Source: an optimization exercise on an open RTL-to-GDS flow (aim: small area, a short achievable clock period and few clock cycles per item). Production flows keep margins and buffers that such runs may drop. RTL that was checked went through simulation tests only; none was proved equivalent to the original. No functional check of the RTL was part of runs 1 to 5. No activity file was given, so power comes from the tool's default toggle rates.

==> design/flow/design.v <==
module qmx_lane (
    input  wire [17:0] ent,
    input  wire [5:0]  fh,         
    input  wire        rz,
    input  wire [8:0]  mxs,
    input  wire        nan_blk,    
    input  wire        inf_blk,    
    output wire        we,
    output wire [19:0] word        
);
    function [9:0] sub9(input [8:0] a, input [8:0] b);
        reg [9:0] x, y, g, p, c;
        integer i, s;
        begin
            x = {1'b0, a};
            y = ~{1'b0, b};
            g = x & y;
            p = x ^ y;
            g[0] = g[0] | p[0];                     
            c = g;
            for (s = 1; s < 10; s = s * 2)
                for (i = 9; i >= s; i = i - 1) begin
                    c[i] = c[i] | (p[i] & c[i-s]);
                    p[i] = p[i] & p[i-s];
                end
            sub9 = (x ^ y) ^ {c[8:0], 1'b1};
        end
    endfunction
    function [7:0] inc8(input [7:0] x);
        reg [7:0] a;
        integer i, s;
        begin
            a = x;
            for (s = 1; s < 8; s = s * 2)
                for (i = 7; i >= s; i = i - 1)
                    a[i] = a[i] & a[i-s];
            inc8 = x ^ {a[6:0], 1'b1};
        end
    endfunction
    wire       sgn = ent[17];
    wire [8:0] L   = ent[16:8];
    wire [7:0] F   = ent[7:0];
    wire       f43 = fh[0], f52 = fh[1], f32 = fh[2], f23 = fh[3], f21 = fh[4];
    wire       is_int = fh[5];
    wire       m1  = f21;                   
    wire       m2  = f52 || f32;            
    wire       m3  = f43 || f23;            
    wire [4:0] negc1  = ({5{f43}} & 5'd19) | ({5{f52}} & 5'd4) | ({5{f32}} & 5'd27)
                      | ({5{f23 | f21}} & 5'd31) | ({5{is_int}} & 5'd1);
    wire [7:0] cb     = ({8{f43}} & 8'd27) | ({8{f52}} & 8'd19) | ({8{f32}} & 8'd31)
                      | ({8{f23 | f21 | is_int}} & 8'd33);
    wire [6:0] maxmag = ({7{f43}} & 7'h7E) | ({7{f52}} & 7'h7B) | ({7{f32 | f23}} & 7'h1F)
                      | ({7{f21}} & 7'h07);
    wire [9:0] sh   = sub9(mxs, L);
    wire       shn  = sh[9];                        
    wire       nrm  = !is_int && (shn || sh[8:1] == 8'd0);
    wire       far  = !shn && (sh[8:4] != 5'd0);    
    wire [3:0] s4   = sh[3:0];
    wire [7:0] X    = ({8{is_int}} & {1'b1, F[7:1]})
                    | ({8{m1}} & {5'd0, 1'b1, F[1:0]})
                    | ({8{m2}} & {4'd0, 1'b1, F[2:0]})
                    | ({8{m3}} & {3'd0, 1'b1, F[3:0]});
    wire       s0   = is_int ? F[0] : F[4];
    wire [15:0] xs  = {X, 8'd0} >> s4;
    wire [7:0] n    = far ? 8'd0 : xs[15:8];
    wire       g    = !far && xs[7];
    wire       st   = s0 || (|xs[6:0]);
    wire       up   = !rz && g && (st || n[0]);
    wire       neg  = is_int && sgn;
    wire [7:0] nx   = {8{neg}} ^ n;
    wire [7:0] nx1  = inc8(nx);
    wire [7:0] rn   = (up ^ neg) ? nx1 : nx;
    wire       iovf  = !sgn && (n == 8'h7F) && up;
    wire [7:0] ielem = iovf ? 8'h7F : rn;
    wire [4:0] smag = rn[4:0];
    wire [2:0] mb   = ({3{m1}} & {2'd0, F[1]}) | ({3{m2}} & {1'b0, F[2:1]}) | ({3{m3}} & F[3:1]);
    wire       un   = F[5];
    wire       tov  = F[6];
    wire [3:0] mbr  = {1'b0, mb} + {3'd0, un};
    wire       cy   = (m1 && mbr[1]) || (m2 && mbr[2]) || (m3 && mbr[3]);
    wire [4:0] E    = L[4:0] - mxs[4:0] + 5'd2 + {4'd0, cy};
    wire [6:0] nmag = ({7{m1}} & {1'b0, E, mbr[0]}) | ({7{m2}} & {E, mbr[1:0]})
                    | ({7{m3}} & {E[3:0], mbr[2:0]});
    wire       top  = (sh[4:0] == negc1);           
    wire       fovf = nrm && top && tov;
    wire [6:0] fmag = fovf ? maxmag : nrm ? nmag : {2'd0, smag};
    wire [7:0] felem = ({8{f32 | f23}} & {2'b00, sgn, fmag[4:0]})
                     | ({8{f21}} & {4'd0, sgn, fmag[2:0]})
                     | ({8{f43 | f52}} & {sgn, fmag});
    wire       clamp = is_int ? iovf : (fovf && !rz);
    wire [7:0] elem  = is_int ? ielem : felem;
    wire       lost  = (L != 9'd0) && !nrm && (n == 8'd0) && !up;
    wire [7:0] code  = mxs[7:0] - cb;
    wire       spec  = nan_blk || inf_blk;
    assign we   = (L != 9'h1FF);
    assign word = spec ? {2'b00, inf_blk && !nan_blk, nan_blk, 8'hFF, 8'h00}
                       : {clamp, lost, 2'b00, code, elem};
endmodule
module qmx_unit (
    input  wire        clk,
    input  wire        rst_n,       
    input  wire        in_valid,
    output wire        in_ready,
    input  wire [31:0] in_data,     
    input  wire        in_act,      
    input  wire [3:0]  in_fmt,      
    input  wire        in_rz,       
    output wire        out_valid,
    input  wire        out_ready,
    output wire [31:0] out_word,    
    output wire        out_we       
);
    function gt9(input [8:0] a, input [8:0] b);
        reg [9:0] x, y, g, p;
        integer i, s;
        begin
            x = {1'b0, b};
            y = ~{1'b0, a};
            g = x & y;
            p = x ^ y;
            g[0] = g[0] | p[0];
            for (s = 1; s < 10; s = s * 2)
                for (i = 9; i >= s; i = i - 1) begin
                    g[i] = g[i] | (p[i] & g[i-s]);
                    p[i] = p[i] & p[i-s];
                end
            gt9 = (x[9] ^ y[9]) ^ g[8];         
        end
    endfunction
    reg  [4:0]  ph;                 
    reg  [4:0]  q;                  
    reg         in_rdy;             
    reg         d_v;                
    reg  [31:0] d_x;
    reg         d_act;
    reg  [2:0]  w_f;                
    reg         w_rz;
    reg  [17:0] ring [0:31];
    reg         full;               
    reg  [4:0]  ol;                 
    reg         pend;               
    reg  [2:0]  i_f;  reg i_rz;  reg [8:0] i_mx;  reg i_nan, i_inf;    
    reg  [5:0]  o_fh; reg o_rz;  reg [8:0] o_mx;  reg o_nan, o_inf;    
    reg         s_v;
    reg  [17:0] s_e;
    reg         o_v;
    reg         o_we;
    reg  [19:0] o_w;
    assign in_ready  = in_rdy;
    assign out_valid = o_v;
    assign out_we    = o_we;
    assign out_word  = {12'd0, o_w};
    wire        d_first = (q == 5'd0);
    wire        d_last  = (q == 5'd31);
    wire [7:0]  ex   = d_x[30:23];
    wire [22:0] man  = d_x[22:0];
    wire        nrmx = (ex != 8'd0);
    wire        fin  = (ex != 8'hFF);
    wire        val  = d_act && fin && (nrmx || man != 23'd0);   
    wire        z16  = (man[22:7] == 16'd0);
    wire [22:0] v1   = z16 ? {man[6:0], 16'd0} : man;                   
    wire        z8   = (v1[22:15] == 8'd0);
    wire [14:0] v2   = z8 ? v1[14:0] : v1[22:8];                         
    wire        t2   = z8 ? 1'b0 : (|v1[7:0]);
    wire        z4   = (v2[14:11] == 4'd0);
    wire [10:0] v3   = z4 ? v2[10:0] : v2[14:4];                         
    wire        t3   = t2 | (z4 ? 1'b0 : (|v2[3:0]));
    wire        z2   = (v3[10:9] == 2'd0);
    wire [8:0]  v4   = z2 ? v3[8:0] : v3[10:2];                          
    wire        t4   = t3 | (z2 ? 1'b0 : (|v3[1:0]));
    wire        z1   = !v4[8];
    wire [7:0]  v5   = z1 ? v4[7:0] : v4[8:1];                           
    wire        t5   = t4 | (z1 ? 1'b0 : v4[0]);
    wire [4:0]  lz   = {z16, z8, z4, z2, z1};
    wire [6:0]  fr   = nrmx ? man[22:16] : v5[6:0];
    wire        stk  = nrmx ? (|man[15:0]) : t5;
    wire [2:0]  wf   = w_f;
    wire        wrz  = w_rz;
    reg  [1:0]  wm;
    reg         wint, w43;
    always @* begin
        wint = 1'b0; w43 = 1'b0;
        case (wf)
            3'b000:  begin wm = 2'd3; w43 = 1'b1; end
            3'b001:  begin wm = 2'd2; end
            3'b010:  begin wm = 2'd2; end
            3'b011:  begin wm = 2'd3; end
            3'b100:  begin wm = 2'd1; end
            default: begin wm = 2'd3; wint = 1'b1; end
        endcase
    end
    wire [8:0]  lgc  = nrmx ? ({1'b0, ex} + 9'd32) : (9'd32 - {4'd0, lz});
    reg  [2:0]  w_mb;
    reg         w_g0, w_s0;
    always @* begin
        case (wm)
            2'd1:    begin w_mb = {2'd0, fr[6]};  w_g0 = fr[5]; w_s0 = (|fr[4:0]) | stk; end
            2'd2:    begin w_mb = {1'b0, fr[6:5]}; w_g0 = fr[4]; w_s0 = (|fr[3:0]) | stk; end
            default: begin w_mb = fr[6:4];        w_g0 = fr[3]; w_s0 = (|fr[2:0]) | stk; end
        endcase
    end
    wire        w_ones = (wm == 2'd1) ? w_mb[0] : (wm == 2'd2) ? (&w_mb[1:0]) : (&w_mb);
    wire        w_un   = !wrz && w_g0 && (w_s0 || w_mb[0]);
    wire        w_tov  = (w_un && w_ones) || (w43 && (w_mb[2:1] == 2'b11) && (w_mb[0] || w_un));
    reg  [3:0]  w_lo;
    always @* begin
        case (wm)
            2'd1:    w_lo = {2'd0, w_mb[0], w_g0};
            2'd2:    w_lo = {1'b0, w_mb[1:0], w_g0};
            default: w_lo = {w_mb, w_g0};
        endcase
    end
    wire [7:0]  e_F   = wint ? {fr, stk} : {1'b0, w_tov, w_un, w_s0, w_lo};
    wire [8:0]  e_L   = !d_act ? 9'h1FF : val ? lgc : 9'd0;
    wire [17:0] d_ent = {d_x[31], e_L, e_F};
    reg  [5:0]  w_k;                
    reg  [5:0]  w_fl;               
    always @* begin
        case (wf)
            3'b000:  begin w_k = 6'd19; w_fl = 6'd27; end
            3'b001:  begin w_k = 6'd4;  w_fl = 6'd19; end
            3'b010:  begin w_k = 6'd27; w_fl = 6'd31; end
            3'b011:  begin w_k = 6'd31; w_fl = 6'd33; end
            3'b100:  begin w_k = 6'd31; w_fl = 6'd33; end
            default: begin w_k = 6'd33; w_fl = 6'd33; end
        endcase
    end
    wire [8:0]  d_mxs = (d_act && fin && nrmx) ? ({1'b0, ex} + {3'd0, w_k}) : 9'd0;
    wire        d_nan = d_act && !fin && (man != 23'd0);
    wire        d_inf = d_act && !fin && (man == 23'd0);
    wire       at        = (ph == q);                   
    wire       e_ol_q    = (ol == q);
    wire       e_olm_q   = (ol == q + 5'd1);
    wire       e_ph1_q   = (ph + 5'd1 == q);
    wire       wr        = d_v && at && !(full && e_ol_q) && !(d_first && pend);
    wire       in_fire   = in_valid && in_rdy;
    wire       d_load    = !d_v || wr;
    wire       done      = wr && d_last;                
    wire       o_take    = !o_v || out_ready;           
    wire       s_take    = !s_v || o_take;              
    wire       rd_pre    = (full && (ph + 5'd1 == ol)) || done;
    wire       rd        = rd_pre && s_take;
    wire [8:0] i_base    = d_first ? {3'd0, w_fl} : i_mx;
    wire [8:0] n_mx      = (d_mxs > i_base) ? d_mxs : i_base;
    wire       n_nan     = d_nan || (!d_first && i_nan);
    wire       n_inf     = d_inf || (!d_first && i_inf);
    function [5:0] fdec(input [2:0] ff);
        case (ff)
            3'b000:  fdec = 6'b000001;      
            3'b001:  fdec = 6'b000010;      
            3'b010:  fdec = 6'b000100;      
            3'b011:  fdec = 6'b001000;      
            3'b100:  fdec = 6'b010000;      
            default: fdec = 6'b100000;      
        endcase
    endfunction
    wire       sw        = (done || pend) && s_take;
    wire       xf        = !full || !e_olm_q;
    wire       xb        = !full || !e_ol_q;
    wire       f_t       = done || xf || rd_pre;
    wire       f_f       = !done && xf && !(d_last && pend);
    wire       b_t       = e_ph1_q && (!d_v || xb || rd_pre);
    wire       b_f       = e_ph1_q && (!d_v || (xb && !(d_first && pend)));
    wire       rdy_n     = in_fire ? (s_take ? f_t : f_f) : (s_take ? b_t : b_f);
    always @(posedge clk) begin
        if (!rst_n) begin
            ph       <= 5'd31;
            q        <= 5'd31;
            in_rdy   <= 1'b1;
            d_v      <= 1'b0;
            full     <= 1'b0;
            ol       <= 5'd0;
            pend     <= 1'b0;
            s_v      <= 1'b0;
            o_v      <= 1'b0;
        end else begin
            ph       <= ph + 5'd1;
            if (in_fire) q <= q + 5'd1;
            in_rdy   <= rdy_n;
            d_v      <= in_fire || (d_v && !wr);
            if (done) begin
                full <= 1'b1;
                ol   <= {4'd0, rd};
            end else if (rd) begin
                if (ol == 5'd31) full <= 1'b0;
                ol   <= ol + 5'd1;
            end
            pend     <= (done || pend) && !s_take;
            if (s_take) s_v <= rd_pre;
            if (o_take) o_v <= s_v;
        end
    end
    always @(posedge clk) begin
        if (d_load) begin
            d_x   <= in_data;
            d_act <= in_act;
        end
        if (in_fire && q == 5'd31) begin
            w_f  <= {in_fmt[3], in_fmt[1:0]};
            w_rz <= in_rz;
        end
    end
    integer r;
    always @(posedge clk) begin
        ring[0] <= wr ? d_ent : ring[31];
        for (r = 1; r < 32; r = r + 1)
            ring[r] <= ring[r-1];
    end
    always @(posedge clk) begin
        if (wr) begin
            i_f <= wf;  i_rz <= wrz;  i_mx <= n_mx;  i_nan <= n_nan;  i_inf <= n_inf;
        end
        if (sw) begin
            if (done) begin
                o_fh <= fdec(wf);  o_rz <= wrz;  o_mx <= n_mx;   o_nan <= n_nan;  o_inf <= n_inf;
            end else begin
                o_fh <= fdec(i_f); o_rz <= i_rz; o_mx <= i_mx;  o_nan <= i_nan;  o_inf <= i_inf;
            end
        end
    end
    wire        l_we;
    wire [19:0] l_w;
    qmx_lane u_lane (
        .ent     (s_e),
        .fh      (o_fh),
        .rz      (o_rz),
        .mxs     (o_mx),
        .nan_blk (o_nan),
        .inf_blk (o_inf),
        .we      (l_we),
        .word    (l_w)
    );
    always @(posedge clk) begin
        if (s_take) s_e <= ring[30];
        if (o_take) begin
            o_we <= l_we;
            o_w  <= l_w;
        end
    end
endmodule
==> design/flow/flow/run.sh <==
#!/bin/bash
set -euo pipefail
export BUFFER_PORTS_ARGS="-buffer_cell sky130_fd_sc_hd__buf_2"
export SETUP_SLACK_MARGIN=$(cat flow/setup_margin)
bash standard.sh > standard.log 2>&1
==> design/flow/flow/setup_margin <==
13.2
==> design/flow/standard.sh <==
#!/bin/bash
# synth_recipe.tcl (not shown) runs the flow's synth.tcl, then flattens the netlist and writes it again
# the make line also repeats each setting of config.mk as NAME=value (left out here)
make -C /OpenROAD-flow-scripts/flow DESIGN_CONFIG=/design/flow/config.mk WORK_HOME=/design/flow/orfs CLKGATE_MAP_FILE= SYNTH_SCRIPT=/design/flow/synth_recipe.tcl "${@:-finish}"
==> design/flow/config.mk <==
export PLATFORM = sky130hd
export DESIGN_NAME = qmx_unit
export DESIGN_NICKNAME = qmx_unit
export VERILOG_FILES = /design/flow/design.v
export SDC_FILE = /design/flow/constraint.sdc
export NUM_CORES = 4
export LEC_CHECK = 0
export ABC_AREA = 1
export CAP_MARGIN = 20
export CORE_MARGIN = 2
export CORE_UTILIZATION = 40
export CTS_CLUSTER_DIAMETER = 100
export CTS_CLUSTER_SIZE = 24
export SLEW_MARGIN = 20
==> design/flow/constraint.sdc <==
create_clock -name core_clock -period 18.0 [get_ports {clk}]
set_input_delay 3.6000 -clock core_clock [delete_from_list [all_inputs] [get_ports {clk}]]
set_output_delay 3.6000 -clock core_clock [all_outputs]
set_load 0.01 [all_outputs]
==> results of run 1 <==
## cells in the mapped netlist (all sizes together) (6+ instances only)
cell type  instances
a21oi             65
buf               22
clkbuf            15
clkinv             6
dfxtp            597
edfxtp           109
ha                51
inv              186
nand2            335
nand3             86
nand4             22
nor2             122
nor3              11
nor4               7
o211ai            14
o21ai             86
o22ai              6
o31ai              9
or2                6
xnor2              8
xor2              27
## power groups by stage
stage / sequential (mW) / combinational [mW] / clock (mW)
final: 1.76 / 0.193 / 0.828
after global routing: 1.78 / 0.221 / 0.917
after CTS: 1.77 / 0.193 / 0.861
after detailed placement: 1.80 / 0.192 / 0
after global placement: 1.80 / 0.191 / 0
after floorplan: 1.78 / 0.146 / 0
## stage by stage
| stage | cell area [µm²] | total power [mW] | worst slack [ns] | cells |
|---|---|---|---|---|
| final | 23200 | 2.79 | 13.31 | 2619 |
| after global placement | 22200 | 1.99 | 12.17 | 2564 |
| after global routing | 23200 | 2.92 | 13.21 | 2619 |
| after CTS | 23200 | 2.82 | 13.26 | 2617 |
| after floorplan | 21200 | 1.93 | 12.99 | 1847 |
| after detailed placement | 22200 | 1.99 | 12.13 | 2564 |
## metal layers
layer  vias to the layer above  routed length (µm)  global-route usage (%)
met2                       227               15500                    20.5
met5                         -                   0                       0
li1                       6099                   -                       -
met4                         0                 904                    4.25
met1                      5559               19100                    20.5
met3                        50                1690                    2.78
## kinds of logic after synthesis
| logic type | Yosys count | synth area share [%] |
|---|---|---|
| xor+xnor | 35 | 1.45 |
| buf+inv | 229 | 4.45 |
| mux | 1 | 0.0474 |
| fa+ha+maj | 55 | 3.40 |
| other cells | 1 | 0.0178 |
| compound gates | 215 | 5.95 |
| flops | 706 | 72.1 |
| simple gates | 594 | 12.6 |
## worst max path at each step
| stage | endpoint |
|---|---|
| after floorplan | ol[3] |
| after global placement | in_rdy |
| after detailed placement | in_rdy |
| after CTS | in_rdy |
| after global routing | o_w[7] |
| final | o_rz |
## sequential cells by signal, indices dropped and copies added (netlist names), 3 cells and up
| register | flops |
|---|---|
| ring | 576 |
| d_x | 32 |
| o_w | 20 |
| s_e | 18 |
| i_mx | 9 |
| o_mx | 9 |
| o_fh | 6 |
| ol | 5 |
| ph | 5 |
| q | 5 |
| i_f | 3 |
| w_f | 3 |
## area by class of cell
class | count | area [µm²] | share of cell area, %
Clock buffer | 47 | 931 | 4.01
Tap cell | 688 | 861 | 3.71
Timing Repair inverter | 1 | 5.00 | 0.0216
Sequential cell | 706 | 15200 | 65.6
Clock inverter | 4 | 47.5 | 0.205
Inverter | 192 | 741 | 3.19
Multi-Input combinational cell | 912 | 5040 | 21.7
Timing Repair Buffer | 69 | 360 | 1.55
## worst max-delay path, stage by stage
cell and delay (ns):
buf_2 0.18, inv_16 0.04, nand2_8 0.17, nor2_4 0.06
buf_4 0.15, nor2_2 0.65
## timing repair
| item | 4_1_cts | 5_1_grt |
|---|---|---|
| setup buffers | 1 | 2 |
| endpoints found under the hold margin | 0 | 0 |
| setup endpoints to repair | 8 | 6 |
| gates resized for setup | 1 | 2 |
| pin swaps | 0 | 1 |
| gates cloned | 1 | 0 |
==> reports/metrics.yaml, run 1 <==
status: "complete, no violations"
fmax_ghz: 0.213
seq_power_share_pct: 63.3
clk_pin_slew_ns: 0.10
avgSynthCellArea_um2: 11.5
final_cell_mix: "596 x dfxtp_1, 315 x nand2_1, 181 x inv_1"
cp_data_required_time_ns: 18.18
clock_sinks: 706
hpwl_um: 26500
reg2reg_depth: 26
cts_hold_buf: 0
yosys_warnings: 3
final-hold-violation-count: 0
synth_top_area_share_pct: 56.6
num_io_pins: 77
synth_area_leaders: "dfxtp_1 57%, edfxtp_1 16%, nand2_1 5.7%"
routabilityCongestion: 0.901
rsz0062_at_grt: "false"
dieArea_mm2: 0.0546
holdPathEnd: "ring[30][2]"
h-tree-depth: 2
avgRoutedWirePerCell_um: 14.2
grt_start_max_net_pins: 35
crit_type: "primary input to flop"
die_y_um: 234
crit_start: "out_ready"
crit_path_start_kind: "primary input"
synth-seq-cells: 706
die_w_um: 234
grt.total_usage_pct: 13.9
grt_antenna_before_repair: 2
drive_above_1_share_pct: 8.39
pwr-share-clk_pct: 29.7
sw_frac_of_total_pct: 22.7
worst_pin_slew_ns: 1.02
p_int_mw: 2.15
synth-seq-area-share_pct: 72.1
netlist_instances: 1836
yosys.area.top_type: "dfxtp_1"
final_common_cell: "dfxtp_1"
yosys_most_used_dff: "dfxtp_1"
drc_errors: 0
setup_tns_ns: 0
cap_viol_max_count: 0
finalMaxSlewViolations: 0
hold_depth: 0
fillCellCount: 4910
port_buffers: 63
reg2reg_slack_ns: 13.58
min_from: "ring[29][2]"
worstSetupEndpointType: "flop"
vias: 11935
numCtsBuffers: 35
p_switching_uw: 631
relSlewSlack_pct: 31.6
clk_latency_ns: 0.59
leakagePower_nw: 9.85
cts_tree: "yes"
syn_area_mm2: 0.0211
setup_viol: 0
wirelength_um: 37200
first_pass_iters: 7
ant_nets: 0
grt_pass1_vias: 11209
clock-root-buffer: "clkbuf_16"
timing.rr.start: "o_mx[0]"
worst_hold_path_type: "flop to flop"
coreArea_mm2: 0.0523
power.share.combinational_pct: 6.9
powerDensity_mw_per_mm2: 120
synthArstFlopShare_pct: 0
synth_edf_count: 109
first_iter_violations: 765
synth.distinct_cells: 58
cts_buffer_depth: 3
placementRows: 84
fin_skew_ns: 0.0430
fin_util_pct: 44.4
cp_data_arrival_time_ns: 4.87
min_period_over_period_pct: 26.0
vias_per_cell: 4.56
min_period_ns: 4.69
worst_hold_slack_ns: 0.311
r2r_end: "o_w[7]"
ir_drop_mv: 0.0987
start_util_pct: 40.3
fin_nets: 2014
overflow: 0
syn_to_final_growth_pct: 9.99
grt_pass1_wl_um: 59700
diodes: 0
crit_fanout: 23
==> inputs of run 2 (changes only) <==
--- a/design/flow/config.mk
+++ b/design/flow/config.mk
@@ -9,5 +9,5 @@
 export CAP_MARGIN = 20
 export CORE_MARGIN = 2
-export CORE_UTILIZATION = 40
+export CORE_UTILIZATION = 60
 export CTS_CLUSTER_DIAMETER = 100
 export CTS_CLUSTER_SIZE = 24
==> reports/metrics.yaml, run 2 <==
critical_path.slowest_cell: "dfxtp_2"
vias_per_cell: 4.97  # +9.1%
largest_reg_flops: 576  # unchanged
avgSynthCellArea_um2: 11.5  # unchanged
fin_util_pct: 66.3  # +22 points
vias: 11867  # -0.57%
synth.distinct_cells: 58  # unchanged
path_buf_inv: 1  # -2
port_buffers: 63  # unchanged
cap_viol_max_count: 0  # unchanged
power_mw: 2.80  # +0.43%
grt_pass1_vias: 11472  # +2.3%
wirelength_um: 36500  # -1.8%
status: "complete, no violations"
synth_area_leaders: "dfxtp_1 57%, edfxtp_1 16%, nand2_1 5.7%"
first_pass_iters: 6  # -1
clk_latency_ns: 0.59  # about the same
placementRows: 68  # -19%
grt_start_max_net_pins: 35  # unchanged
clk_pin_slew_ns: 0.10  # about the same
cp_cell_sequence: "buf_2"
worstSetupEndpointType: "primary output"
die_w_um: 192  # -18%
synth_top_family_by_area: "simple AND/OR/NAND/NOR gates"
hpwl_um: 25300  # -4.6%
clock-root-buffer: "clkbuf_16"
largest_registers: "ring: 576 flops, d_x: 32 flops, o_w: 20 flops"
yosys_most_used_dff: "dfxtp_1"
fin_nets: 2015  # +0.050%
fin_skew_ns: 0.0321  # -0.0109 ns
setup_tns_ns: 0  # unchanged
dieArea_mm2: 0.0367  # -33%
cp_data_required_time_ns: 14.40  # -3.78 ns
crit_path_start_kind: "flop"
cpPeakStageDelay_ns: 0.40  # -0.25 ns
num_io_pins: 77  # unchanged
worst_hold_path_type: "flop to flop"
clock_sinks: 706  # unchanged
final-hold-violation-count: 0  # unchanged
ant_nets: 0  # unchanged
synth-seq-area-share_pct: 72.1  # unchanged
synth_edf_count: 109  # unchanged
synth-seq-cells: 706  # unchanged
post_synth_mux_area_share_pct: 0.0474  # unchanged
synth_compound_area_share_pct: 5.95  # unchanged
grt_pass1_wl_um: 58800  # -1.4%
cpLargestDelayFamily: "flip-flops"
powerDensity_mw_per_mm2: 122  # +1.5%
syn_to_final_growth_pct: 8.77
drc_errors: 0  # unchanged
synth_top_area_share_pct: 56.6  # unchanged
setup_viol: 0  # unchanged
die_y_um: 192  # -18%
netlist_instances: 1836  # unchanged
yosys_warnings: 3  # unchanged
cts_tree: "yes"
overflow: 0  # unchanged
coreArea_mm2: 0.0346  # -34%
leakagePower_nw: 9.86  # about the same
synth.most_common_cell: "dfxtp_1"
avgRoutedWirePerCell_um: 15.3  # +7.8%
yosys.area_share.adder_pct: 3.40  # unchanged
final_cell_mix: "596 x dfxtp_1, 315 x nand2_1, 181 x inv_1"
synth_xor_area_share_pct: 1.45  # unchanged
rsz0062_at_grt: "true"
drive_above_1_share_pct: 8.49  # +0.10 points
synthTopCellsByCount: "597 x dfxtp_1, 318 x nand2_1, 183 x inv_1, 113 x nor2_1, 109 x edfxtp_1"
crit_type: "flop to primary output"
start_util_pct: 60.9  # +21 points
cp_data_arrival_time_ns: 1.14  # -3.73 ns
cts_buffer_depth: 3  # unchanged
crit_fanout: 2  # -91%
grt_antenna_before_repair: 3  # +1
yosys.area.top_type: "dfxtp_1"
first_iter_violations: 699  # -8.6%
synthArstFlopShare_pct: 0  # unchanged
relSlewSlack_pct: 40.7  # +9.0 points
synth-simple-area-share_pct: 12.6  # unchanged
grt.total_usage_pct: 20.7  # +6.8 points
numCtsBuffers: 35  # unchanged
h-tree-depth: 2  # unchanged
final_common_cell: "dfxtp_1"
regMostFlops: "ring"
min_period_over_period_pct: 26.3  # +0.27 points
syn_area_mm2: 0.0211  # unchanged
finalMaxSlewViolations: 0  # unchanged
routabilityCongestion: 0.871  # -3.3%
ir_drop_mv: 0.108  # +9.3%
min_period_ns: 4.74  # +0.0484 ns
diodes: 0  # unchanged
cts_hold_buf: 0  # unchanged
fmax_ghz: 0.211  # -1.0%
worst_pin_slew_ns: 0.889  # -0.135 ns
==> run 2: where the power goes <==
part           internal, mW  leakage [nW]  switching, mW
sequential             1.72          5.95         0.0438
combinational        0.0648          3.43          0.130
clock                 0.368         0.475          0.469
total                  2.15          9.86          0.643
==> run 2: area by class of cell <==
class                   count  area (µm²)
fillers                  2647       11700
repair inverters            1        5.00
flip-flops and latches    706       15200
inverters                 192         741
clock buffers              46         917
clock inverters             4        68.8
well taps                 455         569
multi-input cells         912        5060
repair buffers             70         368
==> run 2: path summary, 6_finish.rpt <==
path | start | to | slack [ns] | cells after the start
worst max-delay path | o_v | out_valid | 13.26 | 1
worst min-delay path | ring[4][14] | ring[5][14] | 0.31 | 0
worst max register to register | o_mx[0] | o_w[3] | 13.60 | 27
worst min register to register | ring[4][14] | ring[5][14] | 0.31 | 0
==> run 2: cells by family after synthesis <==
family          after synthesis
mux                           1
flops                       706
xor+xnor                     35
compound gates              215
fa+ha+maj                    55
buf+inv                     229
simple gates                594
other cells                   1
==> run 2: routing by layer <==
layer	share of wire [%]	global-route usage (%)	vias to the layer above
met5	0.036	0	-
met4	3.0	7.87	2
met2	46	33.8	232
met3	3.6	2.94	67
met1	48	28.2	5468
li1	-	-	6098
==> run 2: metrics by stage <==
step,area (µm²),worst slack (ns),std cells,hold WS (ns)
3_3_place_gp,21900,12.15,2331,0.309
4_1_cts,22900,13.22,2383,0.321
6_report,23000,13.26,2386,0.315
3_5_place_dp,21900,12.13,2331,0.312
2_1_floorplan,21200,12.99,1847,0.310
5_1_grt,23000,13.19,2386,0.330
==> run 2: repair_timing <==
item | 4_1_cts | 5_1_grt
hold endpoints to repair | 0 | 0
gates resized for setup | 1 | 5
pin swaps | 0 | 2
setup buffers | 1 | 3
cloned | 1 | 0
endpoints found under the setup margin | 8 | 9
==> inputs of run 3 (changes only) <==
--- a/design/flow/design.v
+++ b/design/flow/design.v
@@ -132,5 +132,7 @@
     reg         in_rdy;             
     reg         d_v;                
-    reg  [31:0] d_x;
+    reg  [26:0] d_hi;               
+    reg         d_lo;               
+    wire [31:0] d_x = {d_hi, 4'd0, d_lo};
     reg         d_act;
     reg  [2:0]  w_f;                
@@ -293,5 +295,6 @@
     always @(posedge clk) begin
         if (d_load) begin
-            d_x   <= in_data;
+            d_hi  <= in_data[31:5];
+            d_lo  <= |in_data[4:0];
             d_act <= in_act;
         end
--- a/design/flow/config.mk
+++ b/design/flow/config.mk
@@ -9,5 +9,5 @@
 export CAP_MARGIN = 20
 export CORE_MARGIN = 2
-export CORE_UTILIZATION = 60
+export CORE_UTILIZATION = 40
 export CTS_CLUSTER_DIAMETER = 100
 export CTS_CLUSTER_SIZE = 24
==> reports/metrics.yaml, run 3 <==
synth.most_common_cell: "dfxtp_1"
grt_pass1_wl_um: 56300  # -4.4%
coreArea_mm2: 0.0514  # +48%
largest_registers: "ring: 576 flops, d_hi: 27 flops, o_w: 20 flops"
ant_nets: 0  # unchanged
sw_frac_of_total_pct: 22.4  # -0.62 points
setup_viol: 0  # unchanged
die_y_um: 232  # +21%
yosys_most_used_dff: "dfxtp_1"
min_period_over_period_pct: 26.2  # -0.16 points
wirelength_um: 34800  # -4.5%
dieArea_mm2: 0.0539  # +47%
drive_above_1_share_pct: 9.11  # +0.61 points
setup_tns_ns: 0  # unchanged
numCtsBuffers: 35  # unchanged
finalMaxSlewViolations: 0  # unchanged
p_int_mw: 2.15  # -0.14%
power.share.combinational_pct: 6.8  # -0.2 points
clk_latency_ns: 0.57  # -0.02 ns
syn_area_mm2: 0.0208  # -1.3%
fin_skew_ns: 0.0436  # +0.0114 ns
synth_area_leaders: "dfxtp_1 57%, edfxtp_1 15%, nand2_1 5.5%"
cpPeakStageDelay_ns: 0.39  # about the same
cp_cell_sequence: "buf_2"
crit_path_start_kind: "flop"
avgRoutedWirePerCell_um: 13.6  # -11%
h-tree-depth: 2  # unchanged
grt_pass1_vias: 10923  # -4.8%
grt_antenna_before_repair: 0  # -3
start_util_pct: 40.5  # -20 points
final-hold-violation-count: 0  # unchanged
powerDensity_mw_per_mm2: 121  # -0.84%
netlist_instances: 1796  # -2.2%
multi_input_area_mm2: 0.00491  # -3.1%
first_pass_iters: 5  # -1
ff_latch_area_mm2: 0.0151  # -0.79%
synthTopCellsByCount: "597 x dfxtp_1, 304 x nand2_1, 174 x inv_1, 111 x nor2_1, 105 x edfxtp_1"
synthArstFlopShare_pct: 0  # unchanged
min_period_ns: 4.71  # -0.0286 ns
critical_path.slowest_cell: "edfxtp_1"
grt.total_usage_pct: 13.1  # -7.6 points
synth-seq-cells: 702  # -0.57%
vias_per_cell: 4.51  # -9.2%
first_iter_violations: 675  # -3.4%
worst_pin_slew_ns: 0.937  # +0.0480 ns
synth-seq-area-share_pct: 72.5  # +0.34 points
num_io_pins: 77  # unchanged
cpLargestDelayFamily: "flip-flops"
die_w_um: 232  # +21%
cts_buffer_depth: 3  # unchanged
placementRows: 83  # +22%
dp_slack_ns: 12.37  # +0.240 ns
worst_slack_ns: 13.29  # +0.0286 ns
synth.distinct_cells: 57  # -1.7%
crit_fanout: 1  # -1
dpl_cell_area_mm2: 0.0219  # about the same
worst_hold_path_type: "flop to flop"
rsz0062_at_grt: "false"
final_cell_mix: "596 x dfxtp_1, 301 x nand2_1, 171 x inv_1"
syn_to_final_growth_pct: 10.1
leakagePower_nw: 9.66  # -2.0%
path_buf_inv: 1  # unchanged
fin_util_pct: 44.6  # -22 points
hpwl_um: 25100  # -1.1%
stdcell_area_mm2: 0.0229  # about the same
routabilityCongestion: 0.884  # +1.5%
fillCellCount: 4755  # +80%
fin_nets: 1971  # -2.2%
worstSetupEndpointType: "primary output"
pwr-share-clk_pct: 30.1  # +0.2 points
fmax_ghz: 0.212  # +0.61%
port_buffers: 63  # unchanged
clk_pin_slew_ns: 0.10  # about the same
yosys.area.top_type: "dfxtp_1"
avgSynthCellArea_um2: 11.6  # +0.94%
p_switching_uw: 620  # -3.6%
cp_data_required_time_ns: 14.40  # about the same
hold_depth: 0  # unchanged
grt_start_max_net_pins: 30  # -14%
cap_viol_max_count: 0  # unchanged
synth_top_area_share_pct: 57.3  # +0.72 points
largest_reg_flops: 576  # unchanged
clock-root-buffer: "clkbuf_16"
cts_tree: "yes"
overflow: 0  # unchanged
crit_type: "flop to primary output"
reg2reg_depth: 25  # -7.4%
cp.depth: 1  # unchanged
ir_drop_mv: 0.0919  # -15%
diodes: 0  # unchanged
power_mw: 2.77  # -0.94%
status: "complete, no violations"
cp_data_arrival_time_ns: 1.11  # -0.03 ns
clock_sinks: 702  # -0.57%
final_common_cell: "dfxtp_1"
yosys_warnings: 3  # unchanged
vias: 11596  # -2.3%
drc_errors: 0  # unchanged
seq_power_share_pct: 63.1  # about the same
relSlewSlack_pct: 37.3  # -3.3 points
regMostFlops: "ring"
synth_edf_count: 105  # -3.7%
## run 3: cell count changes in the layout (fill, tap and decap cells not counted), moves of 5 or more
cell | before | now
nor2_4 | 4 | 9
nand2_1 | 315 | 301
nand3_1 | 81 | 56
o21ai_1 | 9 | 22
o31ai_1 | 9 | 3
inv_1 | 181 | 171
o21ai_0 | 76 | 68
## run 3: path summary, 6_finish.rpt
| path | start | endpoint | slack [ns] |
|---|---|---|---|
| max reg2reg | o_fh[2] | o_w[5] | 13.50 |
| max | o_w[13] | out_word[13] | 13.29 |
| min | ring[8][0] | ring[9][0] | 0.31 |
| min reg2reg | ring[8][0] | ring[9][0] | 0.31 |
## run 3: timing repair
item	4_1_cts	5_1_grt
cloned	1	0
hold buffers	0	0
setup buffers	1	0
resized for setup	1	1
endpoints found under the setup margin	4	4
## run 3: logic make-up (layout without fill, tap and decap cells)
kind of cell	Yosys count	after routing	share of synthesized area [%]
fa+ha+maj	55	55	3.45
other cells	1	12	0.0180
xor+xnor	40	40	1.68
mux	1	1	0.0480
buf+inv	223	305	4.36
compound gates	216	216	6.06
simple gates	558	558	11.9
flops	702	702	72.5
## run 3: through the flow
stage	instances	hold WS (ns)
floorplan	1807	0.310
global placement	2515	0.310
detailed placement	2515	0.312
CTS	2569	0.297
global route	2569	0.297
finish	2569	0.307
## run 3: metal layers
metal | track usage, % | share of wire [%] | wire length, µm | up-vias
li1 | - | - | - | 5932
met1 | 19.4 | 52 | 18000 | 5391
met2 | 19.5 | 42 | 14500 | 231
met3 | 2.49 | 4.9 | 1700 | 42
met4 | 4.01 | 2.0 | 689 | 0
met5 | 0 | 0 | 0 | -
## run 3: area by class of cell
type | count | share of cell area (%)
flip-flops and latches | 702 | 65.9
repair buffers | 68 | 1.54
repair inverters | 1 | 0.0218
inverters | 184 | 3.11
multi-input cells | 882 | 21.4
well taps | 680 | 3.71
clock inverters | 4 | 0.202
clock buffers | 48 | 4.17
## run 3: power by group through the flow
stage	Sequential, mW	Combinational (mW)	Clock, mW
3_5_place_dp	1.79	0.188	0
2_1_floorplan	1.77	0.142	0
5_1_grt	1.76	0.215	0.927
4_1_cts	1.75	0.189	0.867
6_report	1.75	0.188	0.834
3_3_place_gp	1.79	0.185	0
==> inputs of run 4 (changes only) <==
==> design/flow/flow/setup_margin (replaced) <==
13.35
==> reports/metrics.yaml, run 4 <==
largest_reg_flops: 576  # unchanged
synth_top_area_share_pct: 57.3  # unchanged
cpLargestDelayFamily: "flip-flops"
grt_pass1_vias: 10749  # -1.6%
synth.distinct_cells: 57  # unchanged
start_util_pct: 40.5  # unchanged
port_buffers: 63  # unchanged
h-tree-depth: 2  # unchanged
avgSynthCellArea_um2: 11.6  # unchanged
worst_pin_slew_ns: 0.910  # -0.0266 ns
yosys.area.top_type: "dfxtp_1"
diodes: 0  # unchanged
leakagePower_nw: 9.68  # +0.21%
num_io_pins: 77  # unchanged
die_y_um: 232  # unchanged
cp_cell_sequence: "buf_2"
dieArea_mm2: 0.0539  # unchanged
yosys_warnings: 3  # unchanged
finalMaxSlewViolations: 0  # unchanged
clk_latency_ns: 0.57  # about the same
crit_path_start_kind: "flop"
setup_tns_ns: 0  # unchanged
final_cell_mix: "595 x dfxtp_1, 300 x nand2_1, 171 x inv_1"
numCtsBuffers: 35  # unchanged
synthArstFlopShare_pct: 0  # unchanged
setup_viol: 0  # unchanged
final_common_cell: "dfxtp_1"
avgRoutedWirePerCell_um: 13.7  # +0.83%
vias_per_cell: 4.51  # about the same
status: "complete, no violations"
drc_errors: 0  # unchanged
cp.depth: 1  # unchanged
coreArea_mm2: 0.0514  # unchanged
clock-root-buffer: "clkbuf_16"
ant_nets: 0  # unchanged
first_iter_violations: 573  # -15%
placementRows: 83  # unchanged
worst_hold_path_type: "flop to flop"
min_period_over_period_pct: 26.1  # -0.034 points
routabilityCongestion: 0.862  # -2.6%
largest_registers: "ring: 576 flops, d_hi: 27 flops, o_w: 20 flops"
clk_pin_slew_ns: 0.11  # about the same
cts_tree: "yes"
cap_viol_max_count: 0  # unchanged
syn_area_mm2: 0.0208  # unchanged
cts_buffer_depth: 3  # unchanged
hpwl_um: 25200  # +0.36%
fin_nets: 1974  # +0.15%
reg2reg_depth: 25  # unchanged
power_mw: 2.77  # about the same
path_buf_inv: 1  # unchanged
rsz0062_at_grt: "true"
synth-seq-cells: 702  # unchanged
die_w_um: 232  # unchanged
critical_path.slowest_cell: "edfxtp_1"
regMostFlops: "ring"
vias: 11609  # +0.11%
fmax_ghz: 0.213  # +0.13%
synth-seq-area-share_pct: 72.5  # unchanged
yosys_most_used_dff: "dfxtp_1"
drive_above_1_share_pct: 9.67  # +0.57 points
ir_drop_mv: 0.0713  # -22%
cp_data_required_time_ns: 14.40  # about the same
reg2reg_slack_ns: 13.59  # +0.09 ns
cpPeakStageDelay_ns: 0.39  # about the same
cp_data_arrival_time_ns: 1.10  # about the same
min_period_ns: 4.70  # -0.00620 ns
synthTopCellsByCount: "597 x dfxtp_1, 304 x nand2_1, 174 x inv_1, 111 x nor2_1, 105 x edfxtp_1"
syn_to_final_growth_pct: 10.4
crit_fanout: 1  # unchanged
first_pass_iters: 5  # unchanged
synth_area_leaders: "dfxtp_1 57%, edfxtp_1 15%, nand2_1 5.5%"
synth_edf_count: 105  # unchanged
grt.total_usage_pct: 13.1  # -0.086 points
relSlewSlack_pct: 39.1  # +1.8 points
worstSetupEndpointType: "primary output"
grt_start_max_net_pins: 31  # +3.3%
fin_skew_ns: 0.0298  # -0.0138 ns
grt_antenna_before_repair: 0  # unchanged
hold_depth: 0  # unchanged
crit_type: "flop to primary output"
netlist_instances: 1796  # unchanged
clock_sinks: 702  # unchanged
powerDensity_mw_per_mm2: 120  # -0.30%
wirelength_um: 35200  # +0.95%
final-hold-violation-count: 0  # unchanged
overflow: 0  # unchanged
synth.most_common_cell: "dfxtp_1"
grt_pass1_wl_um: 55800  # -0.81%
## run 4: cell counts after synthesis
No cell type changed its count.
## run 4: cells by family (layout without fill, tap and decap cells)
logic type               count (synthesis)  count (layout)  share of synthesized area (%)
buffers and inverters                  223             308                           4.36
multiplexers                             1               1                         0.0480
adder cells (fa/ha/maj)                 55              55                           3.45
flip-flops                             702             702                           72.5
AO/OA/AOI/OAI                          216             216                           6.06
XOR/XNOR                                40              40                           1.68
AND/OR/NAND/NOR                        558             558                           11.9
other                                    1              12                         0.0180
## run 4: final cells by class
| type | instances | area (µm²) |
|---|---|---|
| Fill cell | 4751 | 28400 |
| Sequential cell | 702 | 15100 |
| Multi-Input combinational cell | 882 | 4940 |
| Clock buffer | 48 | 956 |
| Tap cell | 680 | 851 |
| Inverter | 184 | 713 |
| Timing Repair Buffer | 71 | 388 |
| Clock inverter | 4 | 46.3 |
| Timing Repair inverter | 1 | 7.51 |
## run 4: layer usage
layer / track usage, % / part of all wire (%)
met1: 19.4 / 52
met2: 19.1 / 41
met3: 2.28 / 4.1
met4: 4.47 / 2.4
met5: 0 / 0
## run 4: path summary, 6_finish.rpt
path | startpoint | to
min | ring[28][10] | ring[29][10]
max | o_w[10] | out_word[10]
max reg2reg | o_fh[4] | o_w[5]
min reg2reg | ring[28][10] | ring[29][10]
## run 4: repair_timing
action / in CTS / in global routing
endpoints found under the hold margin: 0 / 0
endpoints found under the setup margin: 31 / 68
resized for setup: 6 / 10
buffers inserted: 2 / 2
pin swaps: 0 / 1
cloned: 1 / 0
hold buffers: 0 / 0
## run 4: power breakdown
part / internal (mW) / switching (mW)
clock network: 0.377 / 0.456
logic: 0.0640 / 0.124
registers: 1.71 / 0.0409
## run 4: worst reg2reg max path, cell delays in order (launching register included)
cell and delay, ns:
edfxtp_1 0.51, nor2_2 0.19, nand2_1 0.17, nor2_2 0.18, nor2_1 0.07, ha_1 0.21, ha_1 0.21, xor2_2 0.22
nand2_1 0.07, o211ai_1 0.08, inv_1 0.06, ha_1 0.27, inv_1 0.04, ha_1 0.20, fa_1 0.41, nand2_1 0.08
nand2_1 0.05, a21oi_1 0.14, xor2_1 0.27, o22ai_1 0.12, a21oi_1 0.13, nand2_1 0.08, nand3_1 0.07, o21ai_0 0.08
o21ai_0 0.20, a21oi_1 0.06
## run 4: metrics by stage
stage | setup WS [ns] | cells | hold slack (ns) | cell area [µm²] | util [%]
after detailed placement | 12.31 | 2515 | 0.312 | 21900 | 42.6
after floorplan | 12.98 | 1807 | 0.310 | 21000 | -
after global placement | 12.32 | 2515 | 0.310 | 21900 | 42.6
after CTS | 13.25 | 2570 | 0.313 | 23000 | 44.7
final | 13.30 | 2572 | 0.316 | 23000 | 44.8
after global routing | 13.25 | 2572 | 0.327 | 23000 | 44.8
==> inputs of run 5 (changes only) <==
==> design/flow/flow/setup_margin (replaced) <==
13.2
--- a/design/flow/config.mk
+++ b/design/flow/config.mk
@@ -10,5 +10,6 @@
 export CORE_MARGIN = 2
 export CORE_UTILIZATION = 40
-export CTS_CLUSTER_DIAMETER = 100
-export CTS_CLUSTER_SIZE = 24
+export CTS_BUF_LIST = sky130_fd_sc_hd__clkbuf_8
+export CTS_CLUSTER_DIAMETER = 80
+export CTS_CLUSTER_SIZE = 16
 export SLEW_MARGIN = 20
==> reports/metrics.yaml, run 5 <==
first_iter_violations: 687  # +20%
cp_data_required_time_ns: 14.40  # about the same
die_w_um: 232  # unchanged
numCtsBuffers: 51  # +46%
pwr-share-clk_pct: 27.5  # -2.6 points
crit_type: "flop to primary output"
setup_tns_ns: 0  # unchanged
yosys_warnings: 3  # unchanged
drive_above_1_share_pct: 10.1  # +0.43 points
crit_path_start_kind: "flop"
reg2reg_slack_ns: 13.55  # -0.04 ns
min_period_over_period_pct: 26.7  # +0.54 points
synthTopCellsByCount: "597 x dfxtp_1, 304 x nand2_1, 174 x inv_1, 111 x nor2_1, 105 x edfxtp_1"
fin_skew_ns: 0.0392  # +0.00940 ns
dieArea_mm2: 0.0539  # unchanged
wirelength_um: 35200  # about the same
grt_pass1_vias: 11091  # +3.2%
fmax_ghz: 0.208  # -2.0%
path_buf_inv: 1  # unchanged
ant_nets: 0  # unchanged
power.share.combinational_pct: 7.1  # +0.3 points
reg2reg_depth: 25  # unchanged
final_common_cell: "dfxtp_1"
overflow: 0  # unchanged
ir_drop_mv: 0.0770  # +8.0%
synthArstFlopShare_pct: 0  # unchanged
synth-seq-area-share_pct: 72.5  # unchanged
min_from: "ring[5][17]"
worstSetupEndpointType: "primary output"
syn_area_mm2: 0.0208  # unchanged
hpwl_um: 25100  # -0.35%
yosys.area.top_type: "dfxtp_1"
cp.depth: 1  # unchanged
avgRoutedWirePerCell_um: 13.6  # -0.74%
cts_buffer_depth: 3  # unchanged
syn_to_final_growth_pct: 9.40
worst_hold_slack_ns: 0.312  # -0.00372 ns
largest_registers: "ring: 576 flops, d_hi: 27 flops, o_w: 20 flops"
regMostFlops: "ring"
avgSynthCellArea_um2: 11.6  # unchanged
p_switching_uw: 619  # -0.32%
synth_top_area_share_pct: 57.3  # unchanged
yosys_most_used_dff: "dfxtp_1"
drc_errors: 0  # unchanged
final-hold-violation-count: 0  # unchanged
coreArea_mm2: 0.0514  # unchanged
routabilityCongestion: 0.884  # +2.6%
cap_viol_max_count: 0  # unchanged
cp_cell_sequence: "buf_2"
first_pass_iters: 5  # unchanged
start_util_pct: 40.5  # unchanged
worst_pin_slew_ns: 0.932  # +0.0213 ns
cts_tree: "yes"
synth_edf_count: 105  # unchanged
crit_start: "o_w[13]"
clock_sinks: 702  # unchanged
crit_end: "out_word[13]"
finalMaxSlewViolations: 0  # unchanged
timing.rr.start: "o_fh[2]"
clk_latency_ns: 0.66  # +0.09 ns
placementRows: 83  # unchanged
leakagePower_nw: 9.66  # -0.17%
grt_antenna_before_repair: 0  # unchanged
cts_hold_buf: 0  # unchanged
crit_fanout: 1  # unchanged
final_cell_mix: "595 x dfxtp_1, 301 x nand2_1, 184 x inv_1"
setup_viol: 0  # unchanged
relSlewSlack_pct: 37.7  # -1.4 points
cpLargestDelayFamily: "flip-flops"
vias: 11659  # +0.43%
grt_pass1_wl_um: 56700  # +1.6%
h-tree-depth: 2  # unchanged
diodes: 0  # unchanged
grt_start_max_net_pins: 30  # -3.2%
min_period_ns: 4.80  # +0.0965 ns
status: "complete, no violations"
seq_power_share_pct: 65.5  # +2.3 points
powerDensity_mw_per_mm2: 117  # -2.7%
synth-seq-cells: 702  # unchanged
fin_util_pct: 44.3  # -0.42 points
cp_data_arrival_time_ns: 1.20  # +0.10 ns
p_int_mw: 2.05  # -4.5%
r2r_end: "o_w[5]"
power_mw: 2.67  # -3.6%
vias_per_cell: 4.50  # -0.31%
synth_area_leaders: "dfxtp_1 57%, edfxtp_1 15%, nand2_1 5.5%"
clk_pin_slew_ns: 0.11  # about the same
num_io_pins: 77  # unchanged
rsz0062_at_grt: "true"
synth.distinct_cells: 57  # unchanged
grt.total_usage_pct: 13.2  # +0.15 points
sw_frac_of_total_pct: 23.1  # +0.76 points
fin_nets: 1988  # +0.71%
netlist_instances: 1796  # unchanged
die_y_um: 232  # unchanged
port_buffers: 63  # unchanged
worst_hold_path_type: "flop to flop"
cpPeakStageDelay_ns: 0.39  # about the same
synth.most_common_cell: "dfxtp_1"
clock-root-buffer: "clkbuf_8"
critical_path.slowest_cell: "edfxtp_1"
largest_reg_flops: 576  # unchanged
-- run 5: cell count changes in the layout (fill, tap and decap cells not counted), sizes merged --
cell      previous run  this run
inv                181       197
clkbuf              48        51
buf                 71        69
bufinv               0         1
clkinvlp             2         3
-- run 5: cell type report --
class | instances | area [µm²]
clock buffer | 51 | 702
clock inverter | 22 | 145
fill | 4786 | 28600
inverter | 184 | 713
multi-input combinational | 882 | 4910
sequential | 702 | 15100
tap | 680 | 851
timing repair buffer | 69 | 367
timing repair inverter | 1 | 5.00
-- run 5: metal layers --
layer,track usage [%],routed length [µm],vias up
met3,2.33,1680,56
li1,-,-,5977
met5,0,0,-
met4,4.55,794,0
met2,19.5,14600,224
met1,19.4,18100,5402
-- run 5: kinds of logic (layout without fill, tap and decap cells) --
kind of cell    after synthesis  in the layout  share of synthesized area [%]
flops                       702            702                           72.5
compound gates              216            216                           6.06
simple gates                558            558                           11.9
fa+ha+maj                    55             55                           3.45
other cells                   1             12                         0.0180
xor+xnor                     40             40                           1.68
buf+inv                     223            327                           4.36
mux                           1              1                         0.0480
-- run 5: repair_timing --
action | 4_1_cts | 5_1_grt
buffers inserted | 0 | 2
endpoints found under the setup margin | 21 | 21
pin swaps | 0 | 0
resized for setup | 2 | 3
cloned | 1 | 0
-- run 5: power by group through the flow --
stage | sequential (mW) | clock (mW) | combinational (mW)
5_1_grt | 1.76 | 0.830 | 0.215
2_1_floorplan | 1.77 | 0 | 0.142
4_1_cts | 1.75 | 0.771 | 0.189
3_3_place_gp | 1.79 | 0 | 0.185
3_5_place_dp | 1.79 | 0 | 0.188
6_report | 1.75 | 0.735 | 0.189
-- run 5: through the flow --
step                worst slack, ns  instances  instance area [µm²]
floorplan                     12.98       1807                21000
global placement              12.39       2515                21900
detailed placement            12.37       2515                21900
CTS                           13.12       2589                22800
global route                  13.13       2591                22800
finish                        13.20       2591                22800
-- run 5: worst min-delay path by stage --
stage | cells after the start | end
after detailed placement | 0 | ring[9][12]
after floorplan | 0 | ring[10][0]
after CTS | 0 | ring[6][17]
after global routing | 0 | ring[26][16]
after global placement | 0 | ring[11][8]
final | 0 | ring[6][17]
==> inputs of run 6 (changes only) <==
--- a/design/flow/design.v
+++ b/design/flow/design.v
@@ -1,9 +1,7 @@
 module qmx_lane (
     input  wire [17:0] ent,
-    input  wire [5:0]  fh,         
+    input  wire [2:0]  c,          
     input  wire        rz,
     input  wire [8:0]  mxs,
-    input  wire        nan_blk,    
-    input  wire        inf_blk,    
     output wire        we,
     output wire [19:0] word        
@@ -41,6 +39,9 @@
     wire [8:0] L   = ent[16:8];
     wire [7:0] F   = ent[7:0];
-    wire       f43 = fh[0], f52 = fh[1], f32 = fh[2], f23 = fh[3], f21 = fh[4];
-    wire       is_int = fh[5];
+    wire       f43 = (c == 3'b000), f52 = (c == 3'b001), f32 = (c == 3'b010);
+    wire       f23 = (c == 3'b011), f21 = (c == 3'b100);
+    wire       is_int = (c == 3'b101);
+    wire       nan_blk = (c == 3'b110);
+    wire       inf_blk = (c == 3'b111);
     wire       m1  = f21;                   
     wire       m2  = f52 || f32;            
@@ -92,7 +93,7 @@
     wire       lost  = (L != 9'd0) && !nrm && (n == 8'd0) && !up;
     wire [7:0] code  = mxs[7:0] - cb;
-    wire       spec  = nan_blk || inf_blk;
+    wire       spec  = c[2] && c[1];
     assign we   = (L != 9'h1FF);
-    assign word = spec ? {2'b00, inf_blk && !nan_blk, nan_blk, 8'hFF, 8'h00}
+    assign word = spec ? {2'b00, inf_blk, nan_blk, 8'hFF, 8'h00}
                        : {clamp, lost, 2'b00, code, elem};
 endmodule
@@ -142,6 +143,6 @@
     reg  [4:0]  ol;                 
     reg         pend;               
-    reg  [2:0]  i_f;  reg i_rz;  reg [8:0] i_mx;  reg i_nan, i_inf;    
-    reg  [5:0]  o_fh; reg o_rz;  reg [8:0] o_mx;  reg o_nan, o_inf;    
+    reg  [2:0]  i_c;  reg i_rz;  reg [8:0] i_mx;                       
+    reg  [2:0]  o_c;  reg o_rz;  reg [8:0] o_mx;                       
     reg         s_v;
     reg  [17:0] s_e;
@@ -245,16 +246,7 @@
     wire [8:0] i_base    = d_first ? {3'd0, w_fl} : i_mx;
     wire [8:0] n_mx      = (d_mxs > i_base) ? d_mxs : i_base;
-    wire       n_nan     = d_nan || (!d_first && i_nan);
-    wire       n_inf     = d_inf || (!d_first && i_inf);
-    function [5:0] fdec(input [2:0] ff);
-        case (ff)
-            3'b000:  fdec = 6'b000001;      
-            3'b001:  fdec = 6'b000010;      
-            3'b010:  fdec = 6'b000100;      
-            3'b011:  fdec = 6'b001000;      
-            3'b100:  fdec = 6'b010000;      
-            default: fdec = 6'b100000;      
-        endcase
-    endfunction
+    wire       n_nan     = d_nan || (!d_first && i_c == 3'b110);
+    wire       n_inf     = d_inf || (!d_first && i_c == 3'b111);
+    wire [2:0] n_c       = n_nan ? 3'b110 : n_inf ? 3'b111 : wf;
     wire       sw        = (done || pend) && s_take;
     wire       xf        = !full || !e_olm_q;
@@ -312,11 +304,11 @@
     always @(posedge clk) begin
         if (wr) begin
-            i_f <= wf;  i_rz <= wrz;  i_mx <= n_mx;  i_nan <= n_nan;  i_inf <= n_inf;
+            i_c <= n_c;  i_rz <= wrz;  i_mx <= n_mx;
         end
         if (sw) begin
             if (done) begin
-                o_fh <= fdec(wf);  o_rz <= wrz;  o_mx <= n_mx;   o_nan <= n_nan;  o_inf <= n_inf;
+                o_c <= n_c;  o_rz <= wrz;  o_mx <= n_mx;
             end else begin
-                o_fh <= fdec(i_f); o_rz <= i_rz; o_mx <= i_mx;  o_nan <= i_nan;  o_inf <= i_inf;
+                o_c <= i_c;  o_rz <= i_rz; o_mx <= i_mx;
             end
         end
@@ -326,9 +318,7 @@
     qmx_lane u_lane (
         .ent     (s_e),
-        .fh      (o_fh),
+        .c       (o_c),
         .rz      (o_rz),
         .mxs     (o_mx),
-        .nan_blk (o_nan),
-        .inf_blk (o_inf),
         .we      (l_we),
         .word    (l_w)
==> design/flow/flow/setup_margin (replaced) <==
13.1
--- a/design/flow/config.mk
+++ b/design/flow/config.mk
@@ -10,6 +10,5 @@
 export CORE_MARGIN = 2
 export CORE_UTILIZATION = 40
-export CTS_BUF_LIST = sky130_fd_sc_hd__clkbuf_8
-export CTS_CLUSTER_DIAMETER = 80
-export CTS_CLUSTER_SIZE = 16
+export CTS_CLUSTER_DIAMETER = 100
+export CTS_CLUSTER_SIZE = 24
 export SLEW_MARGIN = 20
==> reports/metrics.yaml, run 6 <==
drive_above_1_share_pct: 10.5  # +0.42 points
syn_to_final_growth_pct: 10.2
ir_drop_mv: 0.0746  # -3.1%
status: "complete, no violations"
vias: 11484  # -1.5%
hpwl_um: 25300  # +0.90%
die_w_um: 231  # -0.48%
fin_util_pct: 44.4  # +0.068 points
synth.distinct_cells: 62  # +8.8%
cp_data_arrival_time_ns: 1.15  # -0.05 ns
ant_nets: 0  # unchanged
yosys.area.top_type: "dfxtp_1"
synth_edf_count: 98  # -6.7%
final_common_cell: "dfxtp_1"
regMostFlops: "ring"
dieArea_mm2: 0.0534  # -0.96%
powerDensity_mw_per_mm2: 121  # +3.0%
leakagePower_nw: 9.58  # -0.79%
fin_nets: 1955  # -1.7%
grt.total_usage_pct: 13.5  # +0.31 points
wirelength_um: 35200  # about the same
grt_start_max_net_pins: 30  # unchanged
cpPeakStageDelay_ns: 0.43  # +0.04 ns
vias_per_cell: 4.50  # about the same
synthTopCellsByCount: "597 x dfxtp_1, 287 x nand2_1, 168 x inv_1, 103 x nor2_1, 98 x edfxtp_1"
synth.most_common_cell: "dfxtp_1"
dp_slack_ns: 12.36  # -0.00660 ns
num_io_pins: 77  # unchanged
power_mw: 2.75  # +2.7%
cp_data_required_time_ns: 14.40  # about the same
routabilityCongestion: 0.868  # -1.9%
multi_input_area_mm2: 0.00494  # +0.79%
min_period_over_period_pct: 26.4  # -0.25 points
crit_fanout: 2  # +1
grt_antenna_before_repair: 1  # +1
grt_pass1_vias: 11023  # -0.61%
clk_latency_ns: 0.56  # -0.10 ns
cts_buffer_depth: 3  # unchanged
worst_hold_path_type: "flop to flop"
diodes: 0  # unchanged
clock_sinks: 695  # -1.0%
h-tree-depth: 2  # unchanged
critical_path.slowest_cell: "dfxtp_1"
cp_cell_sequence: "buf_2"
coreArea_mm2: 0.0512  # -0.40%
path_buf_inv: 1  # unchanged
first_pass_iters: 5  # unchanged
fmax_ghz: 0.210  # +0.94%
worst_pin_slew_ns: 0.935  # +0.00291 ns
finalMaxSlewViolations: 0  # unchanged
port_buffers: 63  # unchanged
synth-seq-cells: 695  # -1.0%
relSlewSlack_pct: 37.6  # -0.052 points
setup_tns_ns: 0  # unchanged
cpLargestDelayFamily: "flip-flops"
first_iter_violations: 582  # -15%
synthArstFlopShare_pct: 0  # unchanged
synth_area_leaders: "dfxtp_1 58%, edfxtp_1 14%, nand2_1 5.2%"
synth-seq-area-share_pct: 72.2  # -0.30 points
clock-root-buffer: "clkbuf_16"
placementRows: 83  # unchanged
cap_viol_max_count: 0  # unchanged
worst_slack_ns: 13.25  # +0.0447 ns
avgSynthCellArea_um2: 11.6  # +0.19%
stdcell_area_mm2: 0.0227  # -0.25%
worst_hold_slack_ns: 0.319  # +0.00664 ns
worstSetupEndpointType: "primary output"
cts_hold_buf: 0  # unchanged
drc_errors: 0  # unchanged
overflow: 0  # unchanged
yosys_warnings: 3  # unchanged
final-hold-violation-count: 0  # unchanged
crit_path_start_kind: "flop"
rsz0062_at_grt: "false"
min_period_ns: 4.75  # -0.0447 ns
synth_top_area_share_pct: 57.9  # +0.57 points
final_cell_mix: "597 x dfxtp_1, 285 x nand2_1, 165 x inv_1"
stdcell_count: 2552  # -1.5%
netlist_instances: 1775  # -1.2%
dpl_cell_area_mm2: 0.0217  # -0.99%
dp.cells: 2498  # -0.68%
start_util_pct: 40.3  # -0.23 points
largest_registers: "ring: 576 flops, d_hi: 27 flops, o_w: 20 flops"
fillCellCount: 4706  # -1.7%
yosys_most_used_dff: "dfxtp_1"
avgRoutedWirePerCell_um: 13.8  # +1.6%
largest_reg_flops: 576  # unchanged
syn_area_mm2: 0.0206  # -0.98%
grt_pass1_wl_um: 57400  # +1.3%
fin_skew_ns: 0.0161  # -0.0231 ns
ff_latch_area_mm2: 0.0149  # -1.4%
setup_viol: 0  # unchanged
crit_type: "flop to primary output"
cts_tree: "yes"
clk_pin_slew_ns: 0.09  # -0.02 ns
numCtsBuffers: 35  # -31%
die_y_um: 231  # -0.48%
reg2reg_slack_ns: 13.66  # +0.11 ns
## run 6: worst paths after layout
kind | end | from | cells after the start
max | out_valid | o_v | 1
min | ring[11][11] | ring[10][11] | 0
max reg2reg | o_w[5] | o_c[2] | 20
min reg2reg | ring[11][11] | ring[10][11] | 0
## run 6: metal layers
metal | vias up | track usage [%] | wire (µm)
li1 | 5895 | - | -
met1 | 5292 | 19.7 | 18100
met2 | 246 | 20.4 | 14600
met3 | 51 | 2.36 | 1700
met4 | 0 | 4.25 | 783
met5 | - | 0 | 0
## run 6: final cells by class
| cell class | instances | share of cell area, % |
|---|---|---|
| tap | 680 | 3.74 |
| multi-input combinational | 876 | 21.7 |
| clock inverter | 5 | 0.226 |
| inverter | 183 | 3.06 |
| timing repair inverter | 1 | 0.0220 |
| sequential | 695 | 65.5 |
| clock buffer | 46 | 4.23 |
| timing repair buffer | 66 | 1.49 |
## run 6: timing repair
item	CTS	global route
buffers inserted	0	2
setup endpoints to repair	1	14
cloned	1	0
gates resized for setup	0	1
endpoints found under the hold margin	0	0
## run 6: logic make-up (layout without fill, tap and decap cells)
kind of cell    Yosys count  after routing  share of synthesized area (%)
flops                   695            695                           72.2
simple gates            561            561                           12.4
buf+inv                 215            301                           4.30
compound gates          213            213                           6.15
fa+ha+maj                55             55                           3.48
xor+xnor                 34             34                           1.44
other cells               1             12                         0.0182
mux                       1              1                         0.0485
## run 6: where the power goes
group	switching [mW]	leakage [nW]	internal, mW
Combinational	0.122	3.24	0.0613
Clock	0.453	0.494	0.382
Sequential	0.0398	5.86	1.69
Testbench counts of run 6, summed over its fixed seeds: cycles 33,040, blocks 1,024.
==> inputs of run 7 (changes only) <==
==> design/flow/flow/setup_margin (replaced) <==
13.3
==> reports/metrics.yaml, run 7 <==
largest_reg_flops: 576  # unchanged
min_from: "ring[29][16]"
synth_area_leaders: "dfxtp_1 58%, edfxtp_1 14%, nand2_1 5.2%"
grt_start_max_net_pins: 30  # unchanged
avgRoutedWirePerCell_um: 13.9  # +0.43%
grt_pass1_vias: 10910  # -1.0%
grt.total_usage_pct: 13.5  # -0.047 points
synth_edf_count: 98  # unchanged
power_mw: 2.75  # about the same
port_buffers: 63  # unchanged
first_iter_violations: 589  # +1.2%
cp.depth: 1  # unchanged
start_util_pct: 40.3  # unchanged
synth.most_common_cell: "dfxtp_1"
yosys_most_used_dff: "dfxtp_1"
hpwl_um: 25500  # +0.78%
timing.rr.start: "w_f[1]"
final-hold-violation-count: 0  # unchanged
synth.distinct_cells: 62  # unchanged
min_period_ns: 4.70  # -0.0525 ns
p_switching_uw: 618  # +0.66%
cp_data_required_time_ns: 14.40  # about the same
cap_viol_max_count: 0  # unchanged
largest_registers: "ring: 576 flops, d_hi: 27 flops, o_w: 20 flops"
rsz0062_at_grt: "true"
setup_tns_ns: 0  # unchanged
cts_buffer_depth: 3  # unchanged
reg2reg_depth: 23  # +15%
yosys.area.top_type: "dfxtp_1"
critical_path.slowest_cell: "edfxtp_1"
p_int_mw: 2.13  # -0.15%
clk_pin_slew_ns: 0.10  # about the same
die_w_um: 231  # unchanged
leakagePower_nw: 9.59  # +0.10%
grt_antenna_before_repair: 0  # -1
holdPathEnd: "ring[30][16]"
fin_skew_ns: 0.0237  # +0.00763 ns
ant_nets: 0  # unchanged
first_pass_iters: 5  # unchanged
crit_path_start_kind: "flop"
clk_latency_ns: 0.57  # about the same
die_y_um: 231  # unchanged
vias: 11453  # -0.27%
crit_fanout: 1  # -1
reg2reg_slack_ns: 13.70  # +0.04 ns
overflow: 0  # unchanged
hold_depth: 0  # unchanged
sw_frac_of_total_pct: 22.5  # +0.14 points
status: "complete, no violations"
clock-root-buffer: "clkbuf_16"
pwr-share-clk_pct: 30.4  # about the same
cp_data_arrival_time_ns: 1.10  # -0.05 ns
synthArstFlopShare_pct: 0  # unchanged
crit_type: "flop to primary output"
fmax_ghz: 0.213  # +1.1%
cp_cell_sequence: "buf_2"
avgSynthCellArea_um2: 11.6  # unchanged
routabilityCongestion: 0.873  # +0.66%
placementRows: 83  # unchanged
final_cell_mix: "595 x dfxtp_1, 285 x nand2_1, 165 x inv_1"
ir_drop_mv: 0.0586  # -22%
power.share.combinational_pct: 6.7  # about the same
r2r_end: "o_mx[3]"
regMostFlops: "ring"
worst_hold_path_type: "flop to flop"
powerDensity_mw_per_mm2: 121  # -0.13%
netlist_instances: 1775  # unchanged
fin_nets: 1957  # +0.10%
relSlewSlack_pct: 22.4  # -15 points
clock_sinks: 695  # unchanged
worstSetupEndpointType: "primary output"
## run 7: power groups by stage
stage	registers, mW	clock network, mW	logic [mW]
final	1.73	0.834	0.184
after global routing	1.74	0.924	0.211
after CTS	1.73	0.870	0.184
after detailed placement	1.77	0	0.183
after global placement	1.76	0	0.181
after floorplan	1.75	0	0.136
## run 7: kinds of logic (layout without fill, tap and decap cells)
family | count (synthesis) | after routing | share of synthesized area [%]
buffers and inverters | 215 | 304 | 4.30
muxes | 1 | 1 | 0.0485
AOI/OAI and AO/OA | 213 | 213 | 6.15
adders and majority gates | 55 | 55 | 3.48
DFF | 695 | 695 | 72.2
xor gates and xnor gates | 34 | 34 | 1.44
other | 1 | 12 | 0.0182
and+or+nand+nor | 561 | 561 | 12.4
## run 7: area by class of cell
class	instances	area share [%]
inverter	183	3.12
timing repair buffer	68	1.55
clock inverter	5	0.236
tap	680	3.74
clock buffer	47	4.18
multi-input combinational	876	21.7
timing repair inverter	1	0.0220
sequential	695	65.4
## run 7: metrics by stage
stage / util [%] / instances / cell area [µm²] / worst slack, ns / hold WS, ns
floorplan: - / 1786 / 20700 / 12.94 / 0.310
global placement: 42.4 / 2499 / 21700 / 12.36 / 0.309
detailed placement: 42.4 / 2499 / 21700 / 12.34 / 0.312
CTS: 44.4 / 2555 / 22800 / 13.26 / 0.315
global route: 44.5 / 2555 / 22800 / 13.25 / 0.312
finish: 44.5 / 2555 / 22800 / 13.30 / 0.317
## run 7: timing repair
| item | 4_1_cts | 5_1_grt |
|---|---|---|
| setup buffers | 3 | 0 |
| setup endpoints to repair | 24 | 40 |
| gates cloned | 1 | 0 |
| pin swaps | 0 | 1 |
| gates resized for setup | 2 | 7 |
| hold buffers | 0 | 0 |
## run 7: how the worst max path moves through the flow
stage | startpoint | endpoint | slack [ns]
finish | o_w[19] | out_word[19] | 13.30
global route | o_w[8] | out_word[8] | 13.25
CTS | o_w[19] | out_word[19] | 13.26
detailed placement | out_ready | in_rdy | 12.34
global placement | out_ready | in_rdy | 12.36
floorplan | out_ready | in_rdy | 12.94
## run 7: layer usage
layer	GRT usage, %	routed length [µm]	up-vias
li1	-	-	5911
met1	19.7	18300	5276
met2	20.2	14900	218
met3	2.28	1520	48
met4	4.40	763	0
met5	0	0	-

## separate check: timing with driven ports
Ports are ideal in the flow. The routed layouts listed here were re-timed in OpenROAD.
Step 1, drivers: a clkbuf_16 drives clk and a buf_2 each remaining input, both assumed.
Step 2 moves the port delays by t, midway between the first and last clock arrival at a register: inputs arrive t later, outputs are due t later. That takes back most of the time a late clock gives input paths.
a / b / c = ideal ports / drivers / drivers and shift; a / b = the first two.
run	t, ns	setup slack, ns	worst setup path after step 2	cell pins on the clock port's net
run 1	0.617	13.312 / 13.257 / 12.729	input to register	1
run 2	0.621	13.264 / 13.213 / 12.678	input to register	1
run 3	0.601	13.292 / 13.241 / 12.797	input to register	1
run 4	0.604	13.298 / 13.246 / 12.885	input to register	1
run 5	0.686	13.202 / 13.153 / 12.785	input to register	1
run 6	0.606	13.247 / 13.194 / 12.835	input to register	1
run 7	0.611	13.299 / 13.246 / 12.850	input to register	1
After both steps setup and hold are still met in every run listed. The setup slack of run 2, which loses most, moves by -0.051 ns with the drivers and by -0.586 ns with both steps.
